This is an optimization exercise on Yosys and OpenROAD, whose aim is small area and a short achievable clock period, not a production implementation. No functional check of the RTL was part of any run shown here. Power and IR drop assume default switching activity.

==> flow/design.v (outline; a module is shown in full before it is edited, if it fits) <==
// module fmul36_fa: 10 lines
// module fmul36_ha: 9 lines
// module fmul36: 1119 lines
module fmul36 (
    input  wire        clk,
    input  wire        rst,
    input  wire        in_valid,
    input  wire [35:0] a,
    input  wire [35:0] b,
    input  wire [2:0]  rm,
    input  wire        ftz,
    output reg         out_valid,
    output reg  [35:0] result,
    output reg         iv,
    output reg         of,
    output reg         uf,
    output reg         nx
);
  // ...
==> flow/run.sh <==
#!/bin/bash
# synth_recipe.tcl (not shown) runs the flow's synth.tcl, then flattens the netlist and writes it again
# the make line also repeats each setting of config.mk as NAME=value (left out here)
make -C /OpenROAD-flow-scripts/flow DESIGN_CONFIG=/design/flow/config.mk WORK_HOME=/design/flow/orfs CLKGATE_MAP_FILE= SYNTH_SCRIPT=/design/flow/synth_recipe.tcl finish
==> flow/config.mk <==
export PLATFORM = sky130hd
export DESIGN_NAME = fmul36
export DESIGN_NICKNAME = fmul36
export VERILOG_FILES = /design/flow/design.v
export SDC_FILE = /design/flow/constraint.sdc
export NUM_CORES = 4
export LEC_CHECK = 0
export CAP_MARGIN = 20
export CORE_MARGIN = 2
export CORE_UTILIZATION = 40
export SLEW_MARGIN = 20
export SYNTH_HIERARCHICAL = 1
export SYNTH_MINIMUM_KEEP_SIZE = 0
==> flow/constraint.sdc <==
create_clock -name core_clock -period 16.5 [get_ports {clk}]
set_input_delay 3.3000 -clock core_clock [delete_from_list [all_inputs] [get_ports {clk}]]
set_output_delay 3.3000 -clock core_clock [all_outputs]
set_load 0.01 [all_outputs]
==> impl_metrics.toml, run 1 <==
[pwr]
power.static_leakage_nw = 16.4
swShare_pct = 47.4
p_switching_mw = 3.44
power.density_nw_per_um2 = 192

[yosys]
netlist.area_leader.share_pct = 36.7
yosysMostFrequentCell = "nor2_1"
synth.mux.area_fraction_pct = 3.81
synthSimpleGateAreaFrac_pct = 17.0

[drt]
drt_iter0_markers = 2336
wl_per_cell_um = 22.3
vias = 27000

[timing]
worst_slew_pin_slew_ps = 1020

[cells_and_area]
fin_cells = 4757
layout_commonest_cell = "nor2_1"
largest_reg_flops = 53
seqCellArea_um2 = 7340
drive_gt1_share_pct = 6.12

[worst_hold_path]
hold_depth = 0
min_path_type = "register to register"

[outcome]
status = "complete, no violations"

[global_route]
grtUsageMet1_pct = 31.7

[critical_path]
critPathLaunchType = "register"

[cts]
clk_pin_slew_ps = 60
cts-root-buf = "clkbuf_16"

[floorplanning]
initial_core_util_pct = 40.3

[placement]
dpl_cell_area_um2 = 36400
==> run 2: changes to the inputs <==
--- a/flow/design.v
+++ b/flow/design.v
@@ -1071,42 +1071,46 @@
             2'd2: inc = g & (st | m[0]);
             default: inc = g;
         endcase
     end
     wire incn   = (rc3 == 2'd0) ? 1'b0 : (rc3 == 2'd1) ? (wv[0] | st2_3) : wv[0];
     wire cyn    = (&wv[27:1]) & incn;
     wire be0    = (dn1_3 & !wv[28]) | (dn2_3 & wv[27]);
     wire tiny   = dneg3 & !((dn1_3 & wv[28]) | (be0 & cyn));
-    wire [9:0]  ea1 = e1b3 + {9'd0, top};
-    wire [27:0] mr  = {1'b0, m} + {27'd0, inc};
+    wire [9:0]  ep  = e1b3 + {9'd0, top} + {9'd0, m[26]};
+    wire        c26 = inc & (&m[25:0]);
     reg          v4;
-    reg [27:0]   mr4;
+    reg [25:0]   m4;
+    reg          inc4, c26_4;
     reg          inx4, tiny4;
     reg [9:0]    ea4;
     reg          s4, ovf_inf4, ftz4;
     reg          sp4, sp_nan4, sp_inf4, sp_iv4;
     always @(posedge clk) begin
         if (rst)
             v4 <= 1'b0;
         else
             v4 <= v3;
-        mr4      <= mr;
+        m4       <= m[25:0];
+        inc4     <= inc;
+        c26_4    <= c26;
         inx4     <= inx;
         tiny4    <= tiny;
-        ea4      <= ea1;
+        ea4      <= ep;
         s4       <= s3;
         ovf_inf4 <= ovf_inf3;
         ftz4     <= ftz3;
         sp4      <= sp3;
         sp_nan4  <= sp_nan3;
         sp_inf4  <= sp_inf3;
         sp_iv4   <= sp_iv3;
     end
-    wire [10:0] ef  = {1'b0, ea4} + {9'd0, mr4[27], mr4[26]};
+    wire [25:0] mr  = m4 + {25'd0, inc4};
+    wire [10:0] ef  = {1'b0, ea4} + {10'd0, c26_4};
     wire        ovf = (ef >= 11'd511);
     reg [35:0] r_res;
     reg        r_iv, r_of, r_uf, r_nx;
     always @(*) begin
         r_iv = 1'b0; r_of = 1'b0; r_uf = 1'b0; r_nx = 1'b0;
         if (sp4) begin
             r_res = {s4 & !sp_nan4, {9{sp_nan4 | sp_inf4}}, sp_nan4, 25'd0};
             r_iv  = sp_iv4;
@@ -1114,17 +1118,17 @@
             r_res = ovf_inf4 ? {s4, 9'h1FF, 26'd0} : {s4, 9'h1FE, {26{1'b1}}};
             r_of  = 1'b1;
             r_nx  = 1'b1;
         end else if (tiny4 & ftz4) begin
             r_res = {s4, 35'd0};
             r_uf  = 1'b1;
             r_nx  = 1'b1;
         end else begin
-            r_res = {s4, ef[8:0], mr4[25:0]};
+            r_res = {s4, ef[8:0], mr};
             r_uf  = tiny4 & inx4;
             r_nx  = inx4;
         end
     end
     always @(posedge clk) begin
         if (rst)
             out_valid <= 1'b0;
         else
==> run 2 against run 1 <==
  * Flip-flop and latch count stayed put
  * Die area fell by 0.86%
  * Maximum frequency decreased by 1.1%
  * Clock skew increased by 24 ps
  * Worst hold slack worse by 1.2 ps
  * Global-route usage barely moved
  * Utilization rose by 0.50 points
  * Via count decreased by 2.9%
  * Critical endpoint is now ks2[0]$_DFF_P_
  * Largest cell class unchanged
  * Highest routed layer unchanged
==> impl_metrics.toml, run 2 <==
[outcome]
status = "complete, no violations"

[drt]
drt_pre_antenna_iters = 6
vias = 26200
via_per_inst = 5.65
drt_iter0_markers = 2365
drc = 0
wl_per_cell_um = 22.4
drtAntennaViolNets = 0
drt-total-wl_um = 104000

[cells_and_area]
drive_gt1_share_pct = 6.94
fin_cells = 4633
largest_reg_flops = 53
final_cell_mix = "nor2_1 (847), fa_1 (629), dfxtp_1 (355)"
layout_commonest_cell = "nor2_1"
synthToLayoutAreaGrowth_pct = 11.1
top_register = "csa_r"
reg_top3 = "csa_r (53), csb_r (52)"
final_core_util_pct = 45.0
nFillCells = 8059
num_antenna_cells = 0
finalNetCount = 4281

[floorplanning]
die_x_um = 295
initial_core_util_pct = 40.5
core_area_um2 = 83800
die-area_um2 = 87300
io_pins = 120
rows = 106
die_height_um = 295

[cts]
cts_resized = 0
cts-root-buf = "clkbuf_16"
clock_sinks = 366
clk_latency_ps = 620
clk_pin_slew_ps = 60
cts_tree = "built"
cts_buffers = 43
clk_path_buf_depth = 3
cts_setup_buffers = 0
htree_num_levels = 2
cts_hold_repair.buffers = 0

[yosys]
netlist.area_leader.share_pct = 37.1
ys_types = 92
synthCells = 3483
syn-cell-area_um2 = 34000
syn_area_per_cell_um2 = 9.76
synth-seq-area-share_pct = 21.6
synthTopCellsByCount = "nor2_1 (847), fa_1 (629), dfxtp_1 (366)"
async_reset_ff_share_pct = 0
synth-seq-cells = 366
syn_nets = 4300
synth-compound-area-share_pct = 10.5
synth.mux.area_fraction_pct = 4.11
synth.top_cells.by_area = "fa_1 (37%), dfxtp_1 (22%), nor2_1 (9.4%)"
synth_xor_area_share_pct = 2.93
synthSimpleGateAreaFrac_pct = 15.9
synth-edff-count = 0
yosys.area.top_type = "fa_1"
yosysMostFrequentCell = "nor2_1"
synth_flop_cell = "dfxtp_1"
synth_top_family_by_area = "adder cells"
yosys_warnings = 7
synth-adder-area-share_pct = 41.1

[critical_path]
path_max_fanout = 30
required_ps = 16940
worst_setup_path_end_kind = "register"
cp.arrival_ps = 5370
worstSetupPathType = "register to register"
critPathLaunchType = "register"

[timing]
relSlewSlack_pct = 32.7
setup_viol = 0
rsz0062_at_grt = "false"
worst_slew_pin_slew_ps = 1010
period_needed_ps = 4930
maxSlewViolCount = 0
skew_ps = 44.9
clock.fmax_mhz = 203
hold_viol_final = 0
fin_crit_sh_pct = 29.9
fin_setup_tns_ps = 0
hold_ws_ps = 321

[global_route]
grt_pass1_wl_um = 161000
gr-total-overflow = 0
first_global_vias = 27400
grtUsageTotal_pct = 24.1
grt_start_max_net_pins = 60
antenna_found_initial = 0

[pwr]
ir_drop_mv = 0.0938
power.density_nw_per_um2 = 194
power.static_leakage_nw = 16.1

[run]
cap_violations = 0

[placement]
port_buffers = 119
hpwl_um = 71500
gp_congestion = 0.916
place_inst = 4553

[worst_hold_path]
min_path_type = "register to register"
==> run 2: kinds of logic after synthesis <==
family          after synthesis
flops                       366
mux                          95
buf+inv                     352
fa+ha+maj                   738
xor+xnor                    113
compound gates              528
simple gates               1291
==> run 2: path summary, 6_finish.rpt <==
check                startpoint              to  slack (ps)  cells after the start
setup reg to reg  a1[3]$_DFF_P_  ks2[0]$_DFF_P_       11570                     19
hold / removal     ftz3$_DFF_P_    ftz4$_DFF_P_         320                      0
setup / recovery  a1[3]$_DFF_P_  ks2[0]$_DFF_P_       11570                     19
hold reg to reg    ftz3$_DFF_P_    ftz4$_DFF_P_         320                      0
==> run 2: cell type report <==
cell class	instances	area, um2	share of cell area [%]
Tap cell	1134	1420	3.76
Clock buffer	60	1260	3.34
Sequential cell	366	7340	19.5
Multi-Input combinational cell	2765	25300	67.1
Timing Repair Buffer	170	1570	4.17
Inverter	118	443	1.17
Clock inverter	20	375	0.995
==> run 2: worst max-delay path: stages, from the launching register on <==
cell and delay [ps]:
dfxtp_1 310, buf_4 390, o21ai_0 170, a21boi_0 200, o21ai_0 90, a21boi_0 180
o21ai_0 100, a31oi_1 200, o2111ai_1 120, a211oi_1 710, ha_1 270, inv_1 60
fa_1 390, a21o_1 190, a21oi_1 200, nand2b_1 130, a21oi_1 100, or3_1 370
nor3_1 460, a22oi_1 120
==> run 2: per-module statistics from Yosys, one instance, submodules excluded <==
module,copies in the design,flops+latches
fmul36_fa,624,0
fmul36,1,366
fmul36_ha,26,0
==> run 2: report_power, final <==
part / total (mW) / switching, mW / internal (mW)
combinational: 4.79 / 2.80 / 1.99
clock: 1.07 / 0.406 / 0.667
sequential: 1.44 / 0.199 / 1.25
total: 7.31 / 3.40 / 3.91
==> run 2: layer usage <==
layer	GRT usage [%]	share of wire (%)
met2	39.3	47
met5	0	0
met1	31.4	41
met4	9.04	3.7
met3	5.19	8.6
==> run 2: per-stage QoR <==
stage	total power, mW	worst slack, ps	cell area [um2]
global route	7.92	11110	37700
floorplan	4.64	12130	34000
finish	7.31	11570	37700
CTS	7.28	11540	37700
detailed placement	6.18	11550	36100
global placement	6.10	11580	36100
==> run 3: changes to the inputs <==
--- a/flow/config.mk
+++ b/flow/config.mk
@@ -10,2 +10,3 @@
 export CORE_UTILIZATION = 40
+export CTS_BUF_LIST = sky130_fd_sc_hd__clkbuf_4 sky130_fd_sc_hd__clkbuf_8
 export SLEW_MARGIN = 20
==> run 3 against run 2 <==
  * Still clean
  * Final area down 0.20%
  * Register-to-register slack worse by 40 ps
  * Synthesized cell count unchanged
  * Clock skew down 3.9 ps
  * First-iteration DRC count down 5.6%
  * Flip-flop and latch count unchanged
  * Via count up 0.39%
  * Clock power down 8%
  * Global-route usage up 0.064 points
  * Sequential share of layout area about the same
  * Maximum frequency down 0.72%
  * Utilization down 0.090 points
  * Critical path type unchanged
==> impl_metrics.toml, run 3 <==
[outcome]
status = "complete, no violations"

[drt]
vias = 26300
drt_pre_antenna_iters = 6
wl_per_cell_um = 22.2
drtAntennaViolNets = 0
drc = 0
drt_iter0_markers = 2232
via_per_inst = 5.63
drt-total-wl_um = 104000

[global_route]
antenna_found_initial = 1
grt_pass1_wl_um = 161000
gr-total-overflow = 0
first_global_vias = 27600
grtUsageTotal_pct = 24.1
grt_start_max_net_pins = 60

[cells_and_area]
reg_top3 = "csa_r (53), csb_r (52)"
finalNetCount = 4305
nFillCells = 8106
stdcell_area_um2 = 37700
layout_commonest_cell = "nor2_1"
largest_reg_flops = 53
top_register = "csa_r"
drive_gt1_share_pct = 8.14
synthToLayoutAreaGrowth_pct = 10.8
final_cell_mix = "nor2_1 (847), fa_1 (629), dfxtp_1 (355)"

[pwr]
clockPowerShare_pct = 13.7
p_switching_mw = 3.41
power.density_nw_per_um2 = 191
power.static_leakage_nw = 16.1
swShare_pct = 47.3
power_mw = 7.21
ir_drop_mv = 0.0936
combPwrFrac_pct = 66.3
intPower_mw = 3.80
seqPwrFrac_pct = 20.0

[cts]
cts_setup_buffers = 0
cts-root-buf = "clkbuf_8"
clock_sinks = 366
cts_resized = 0
clk_path_buf_depth = 3
clk_pin_slew_ps = 60
htree_num_levels = 3
cts_tree = "built"
clk_latency_ps = 690
cts_hold_repair.buffers = 0
cts_buffers = 67

[yosys]
synth_top_family_by_area = "adder cells"
async_reset_ff_share_pct = 0
synth_flop_cell = "dfxtp_1"
synthCells = 3483
syn-cell-area_um2 = 34000
synth_xor_area_share_pct = 2.93
yosysMostFrequentCell = "nor2_1"
syn_nets = 4300
netlist.area_leader.share_pct = 37.1
syn_area_per_cell_um2 = 9.76
yosys_warnings = 7
synth-seq-cells = 366
synthSimpleGateAreaFrac_pct = 15.9
yosys.area.top_type = "fa_1"
ys_types = 92
synth-edff-count = 0
synth-seq-area-share_pct = 21.6
synthTopCellsByCount = "nor2_1 (847), fa_1 (629), dfxtp_1 (366)"
synth.top_cells.by_area = "fa_1 (37%), dfxtp_1 (22%), nor2_1 (9.4%)"
synth.mux.area_fraction_pct = 4.11
synth-adder-area-share_pct = 41.1
synth-compound-area-share_pct = 10.5

[timing]
fin_ws_ps = 11530
maxSlewViolCount = 0
hold_viol_final = 0
fin_crit_sh_pct = 30.1
rsz0062_at_grt = "false"
worst_slew_pin_slew_ps = 1010
period_needed_ps = 4970
fin_setup_tns_ps = 0
setup_viol = 0
clock.fmax_mhz = 201
relSlewSlack_pct = 31.9
skew_ps = 41.1

[floorplanning]
die-area_um2 = 87300
io_pins = 120
initial_core_util_pct = 40.5
rows = 106
core_area_um2 = 83800
die_height_um = 295
die_x_um = 295

[placement]
dp_slack_ps = 11550
hpwl_um = 71500
port_buffers = 119
gp_congestion = 0.916
dpl_cell_area_um2 = 36100

[critical_path]
cp.arrival_ps = 5490
worstSetupPathType = "register to register"
critPathLaunchType = "register"
path_max_fanout = 32
worst_setup_path_end_kind = "register"
required_ps = 17020

[worst_hold_path]
min_path_type = "register to register"

[run]
cap_violations = 0
run 3: cells by family after synthesis:
logic type | Yosys count
buffers and inverters | 352
xor gates and xnor gates | 113
and+or+nand+nor | 1291
adders and majority gates | 738
muxes | 95
DFF | 366
AOI/OAI and AO/OA | 528
run 3: routing by layer:
layer / up-vias / share of wire [%] / GRT usage [%]
li1: 11500 / - / -
met1: 13100 / 40 / 31.2
met2: 1383 / 46 / 39.0
met3: 301 / 9.2 / 5.71
met4: 0 / 4.0 / 9.76
met5: - / 0 / 0
run 3: area by class of cell:
type	count	area [um2]	area share, %
diodes	1	2.50	0.00664
clock buffers	96	1250	3.33
clock inverters	24	305	0.811
inverters	118	443	1.18
multi-input cells	2765	25300	67.2
flip-flops and latches	366	7340	19.5
well taps	1134	1420	3.77
repair buffers	170	1570	4.18
run 3: worst max-delay path, stage by stage, from the launching register on:
cell	delay (ps)
dfxtp_1	310
buf_4	380
o21ai_0	170
a21boi_0	210
o21ai_0	90
a21boi_0	190
o21ai_0	100
a41oi_1	270
a21oi_1	90
a211oi_1	680
ha_1	270
inv_1	60
fa_1	390
a21o_1	190
a21oi_1	200
nand2b_1	130
a21oi_1	100
or3_1	370
nor3_1	450
a2bb2oi_1	140
run 3: final timing paths:
kind | from | end | slack [ps] | cells past startpoint
max | b1[3]$_DFF_P_ | ks2[3]$_DFF_P_ | 11530 | 19
min | s2$_DFF_P_ | s3$_DFF_P_ | 310 | 0
max reg2reg | b1[3]$_DFF_P_ | ks2[3]$_DFF_P_ | 11530 | 19
min reg2reg | s2$_DFF_P_ | s3$_DFF_P_ | 310 | 0
run 3: modules after synthesis (local to each module, per instance):
| module | cell area, um2 | cells inside | times used | flops+latches |
|---|---|---|---|---|
| fmul36_fa | 20.0 | 1 | 624 | 0 |
| fmul36 | 21200 | 2833 | 1 | 366 |
| fmul36_ha | 12.5 | 1 | 26 | 0 |
run 3: metrics by stage:
step / hold WS (ps) / util (%) / instances
global placement: 310 / 43.1 / 4553
detailed placement: 312 / 43.1 / 4553
CTS: 292 / 44.9 / 4673
floorplan: 310 / - / 3483
global route: 321 / 44.9 / 4674
finish: 311 / 44.9 / 4674
run 3: power groups by stage:
stage / Sequential [mW] / Clock, mW / Combinational, mW
global placement: 1.45 / 0 / 4.64
CTS: 1.44 / 1.01 / 4.74
floorplan: 1.39 / 0 / 3.25
global route: 1.47 / 1.05 / 5.31
finish: 1.45 / 0.985 / 4.78
detailed placement: 1.46 / 0 / 4.72
==> run 4: changes to the inputs <==
==> flow/flow/run.sh (new file) <==
#!/bin/bash
# The standard layout (bash standard.sh: the standard synthesis and ORFS
# from floorplan to finish), with every port buffered by buf_2 instead of
# the buffer buffer_ports picks by default.
set -euo pipefail
export BUFFER_PORTS_ARGS="-buffer_cell sky130_fd_sc_hd__buf_2"
bash standard.sh > standard.log 2>&1
==> flow/standard.sh (new file) <==
#!/bin/bash
# synth_recipe.tcl (not shown) runs the flow's synth.tcl, then flattens the netlist and writes it again
# the make line also repeats each setting of config.mk as NAME=value (left out here)
make -C /OpenROAD-flow-scripts/flow DESIGN_CONFIG=/design/flow/config.mk WORK_HOME=/design/flow/orfs CLKGATE_MAP_FILE= SYNTH_SCRIPT=/design/flow/synth_recipe.tcl "${@:-finish}"
--- a/flow/config.mk
+++ b/flow/config.mk
@@ -10,3 +10,2 @@
 export CORE_UTILIZATION = 40
-export CTS_BUF_LIST = sky130_fd_sc_hd__clkbuf_4 sky130_fd_sc_hd__clkbuf_8
 export SLEW_MARGIN = 20
removed: flow/run.sh
==> run 4 against run 3 <==
  * Still clean
  * Worst setup slack lost 88 ps
  * Flip-flop and latch count is the same
  * Via count shrank 0.73%
  * Combinational power about the same
  * Synthesized cell count unchanged
  * Global-route usage shrank 0.12 points
  * Wire length barely moved
  * Critical path type unchanged
  * Largest power group unchanged
  * Highest routed layer is now met5
==> impl_metrics.toml, run 4 <==
[outcome]
status = "complete, no violations"

[cells_and_area]
final_cell_mix = "nor2_1 (847), fa_1 (629), dfxtp_1 (355)"
layout_commonest_cell = "nor2_1"
top_register = "csa_r"
drive_gt1_share_pct = 10.3
synthToLayoutAreaGrowth_pct = 8.89
finalNetCount = 4282
stdcell_area_um2 = 37000
fin_cells = 4635
reg_top3 = "csa_r (53), csb_r (52)"
largest_reg_flops = 53

[yosys]
synth-seq-area-share_pct = 21.6
synthTopCellsByCount = "nor2_1 (847), fa_1 (629), dfxtp_1 (366)"
netlist.area_leader.share_pct = 37.1
syn_area_per_cell_um2 = 9.76
yosys.area.top_type = "fa_1"
synth-seq-cells = 366
synthCells = 3483
syn_nets = 4300
async_reset_ff_share_pct = 0
synth_flop_cell = "dfxtp_1"
synth.top_cells.by_area = "fa_1 (37%), dfxtp_1 (22%), nor2_1 (9.4%)"
yosysMostFrequentCell = "nor2_1"
yosys_warnings = 7
syn-cell-area_um2 = 34000
synth-edff-count = 0
ys_types = 92

[cts]
cts_tree = "built"
clk_pin_slew_ps = 60
clock_sinks = 366
cts_setup_buffers = 0
clk_latency_ps = 610
cts_buffers = 44
clk_path_buf_depth = 3
htree_num_levels = 2
cts_hold_repair.buffers = 0
cts_resized = 0
cts-root-buf = "clkbuf_16"

[timing]
hold_ws_ps = 325
rsz0062_at_grt = "false"
fin_setup_tns_ps = 0
relSlewSlack_pct = 33.6
worst_slew_pin_slew_ps = 995
fin_crit_sh_pct = 30.6
clock.fmax_mhz = 198
period_needed_ps = 5060
hold_viol_final = 0
maxSlewViolCount = 0
setup_viol = 0
skew_ps = 24.5

[global_route]
antenna_found_initial = 1
grt_start_max_net_pins = 60
first_global_vias = 27300
gr-total-overflow = 0
grtUsageTotal_pct = 24.0
grt_pass1_wl_um = 160000

[placement]
hpwl_um = 71800
place_inst = 4553
dpl_cell_area_um2 = 35500
gp_congestion = 0.906
port_buffers = 119

[critical_path]
cp.arrival_ps = 5490
critPathLaunchType = "register"
worst_setup_path_end_kind = "register"
path_max_fanout = 30
required_ps = 16930
worstSetupPathType = "register to register"

[drt]
via_per_inst = 5.63
vias = 26100
drc = 0
drt-total-wl_um = 104000
wl_per_cell_um = 22.4
drt_iter0_markers = 2536
drtAntennaViolNets = 0
drt_pre_antenna_iters = 6

[pwr]
intPower_mw = 3.78
power.density_nw_per_um2 = 196
clockPowerShare_pct = 13.8
p_switching_mw = 3.46
ir_drop_mv = 0.121
swShare_pct = 47.8
seqPwrFrac_pct = 19.8
power.static_leakage_nw = 16.0
combPwrFrac_pct = 66.4

[worst_hold_path]
min_path_type = "register to register"

[floorplanning]
io_pins = 120
core_area_um2 = 83800
die_x_um = 295
initial_core_util_pct = 40.5
die-area_um2 = 87300
rows = 106
die_height_um = 295

[run]
cap_violations = 0
run 4: cell counts after synthesis:
Identical to the previous run, type by type.
run 4: worst max-delay path, cell delays in order, from the launching register on:
cell and delay (ps):
dfxtp_1 300, buf_4 400, o21ai_0 170, a21boi_0 200, o21ai_0 90, a21boi_0 190
o21ai_0 100, a31oi_1 200, o2111ai_1 120, a211oi_1 830, ha_1 280, inv_1 60
fa_1 390, a21o_1 190, a21oi_1 200, nand2b_1 130, a21oi_1 100, or3_1 350
nor3_1 460, a22oi_1 130
run 4: logic make-up after synthesis:
family,after synthesis,synth area share (%)
compound gates,528,10.5
xor+xnor,113,2.93
fa+ha+maj,738,41.1
buf+inv,352,3.92
flops,366,21.6
mux,95,4.11
simple gates,1291,15.9
run 4: power groups by stage:
stage	registers [mW]	clock network, mW	logic (mW)
after global routing	1.46	1.05	5.30
after detailed placement	1.45	0	4.73
final	1.43	0.997	4.81
after floorplan	1.39	0	3.25
after CTS	1.43	1.02	4.75
after global placement	1.45	0	4.64
run 4: through the flow:
stage / utilization, % / worst slack, ps / total power, mW
finish: 44.1 / 11440 / 7.24
floorplan: - / 12130 / 4.64
global placement: 42.4 / 11580 / 6.09
detailed placement: 42.4 / 11510 / 6.18
global route: 44.1 / 11050 / 7.82
CTS: 44.1 / 11510 / 7.20
run 4: worst paths after layout:
path         slack (ps)     startpoint             end  cells after the start
min reg2reg         320    sp2$_DFF_P_     sp3$_DFF_P_                      0
min                 320    sp2$_DFF_P_     sp3$_DFF_P_                      0
max               11440  a1[3]$_DFF_P_  ks2[0]$_DFF_P_                     19
max reg2reg       11440  a1[3]$_DFF_P_  ks2[0]$_DFF_P_                     19
run 4: layout make-up:
type	count	area (um2)
Sequential cell	366	7340
Fill cell	8076	46800
Antenna cell	1	2.50
Multi-Input combinational cell	2765	25300
Inverter	118	443
Clock inverter	23	277
Clock buffer	58	1210
Tap cell	1134	1420
Timing Repair Buffer	170	978
run 4: Yosys stat by module (local to each module, per instance):
| module | times used | area (um2) |
|---|---|---|
| fmul36 | 1 | 21200 |
| fmul36_ha | 26 | 12.5 |
| fmul36_fa | 624 | 20.0 |
run 4: per-layer routing:
metal | global-route usage [%] | wire (um) | vias up
li1 | - | - | 11400
met1 | 31.5 | 42700 | 13100
met2 | 39.2 | 48100 | 1312
met3 | 5.07 | 8970 | 281
met4 | 8.75 | 3990 | 2
met5 | 0 | 10 | -

[port drivers added, routing unchanged]
No port has a modelled driver above. Below, the same layouts with a new extraction and two added sets of constraints. Step 1 (the two cells are an assumption about what drives the block):
set clk [get_ports {clk}]
set_driving_cell -lib_cell sky130_fd_sc_hd__clkbuf_16 $clk
set_driving_cell -lib_cell sky130_fd_sc_hd__buf_2 [delete_from_list [all_inputs] $clk]
Step 2 adds t to the input delays and takes it off the output delays; t is the mean of the earliest and latest rising clock arrival at the registers after step 1. Input paths then give back, and output paths get back, about the clock's delay inside the block. a / b / c = ideal / step 1 / step 2; a / b = the first two.
run | t (ns) | slack for setup (ns) | pins driven straight from the clock port
run 1 | 0.659 | 11.625 / 11.625 / 11.625 | 1
run 2 | 0.653 | 11.568 / 11.568 / 11.568 | 1
run 3 | 0.724 | 11.532 / 11.532 / 11.532 | 1
run 4 | 0.665 | 11.445 / 11.445 / 11.445 | 1
After both steps every run listed still meets setup and hold.
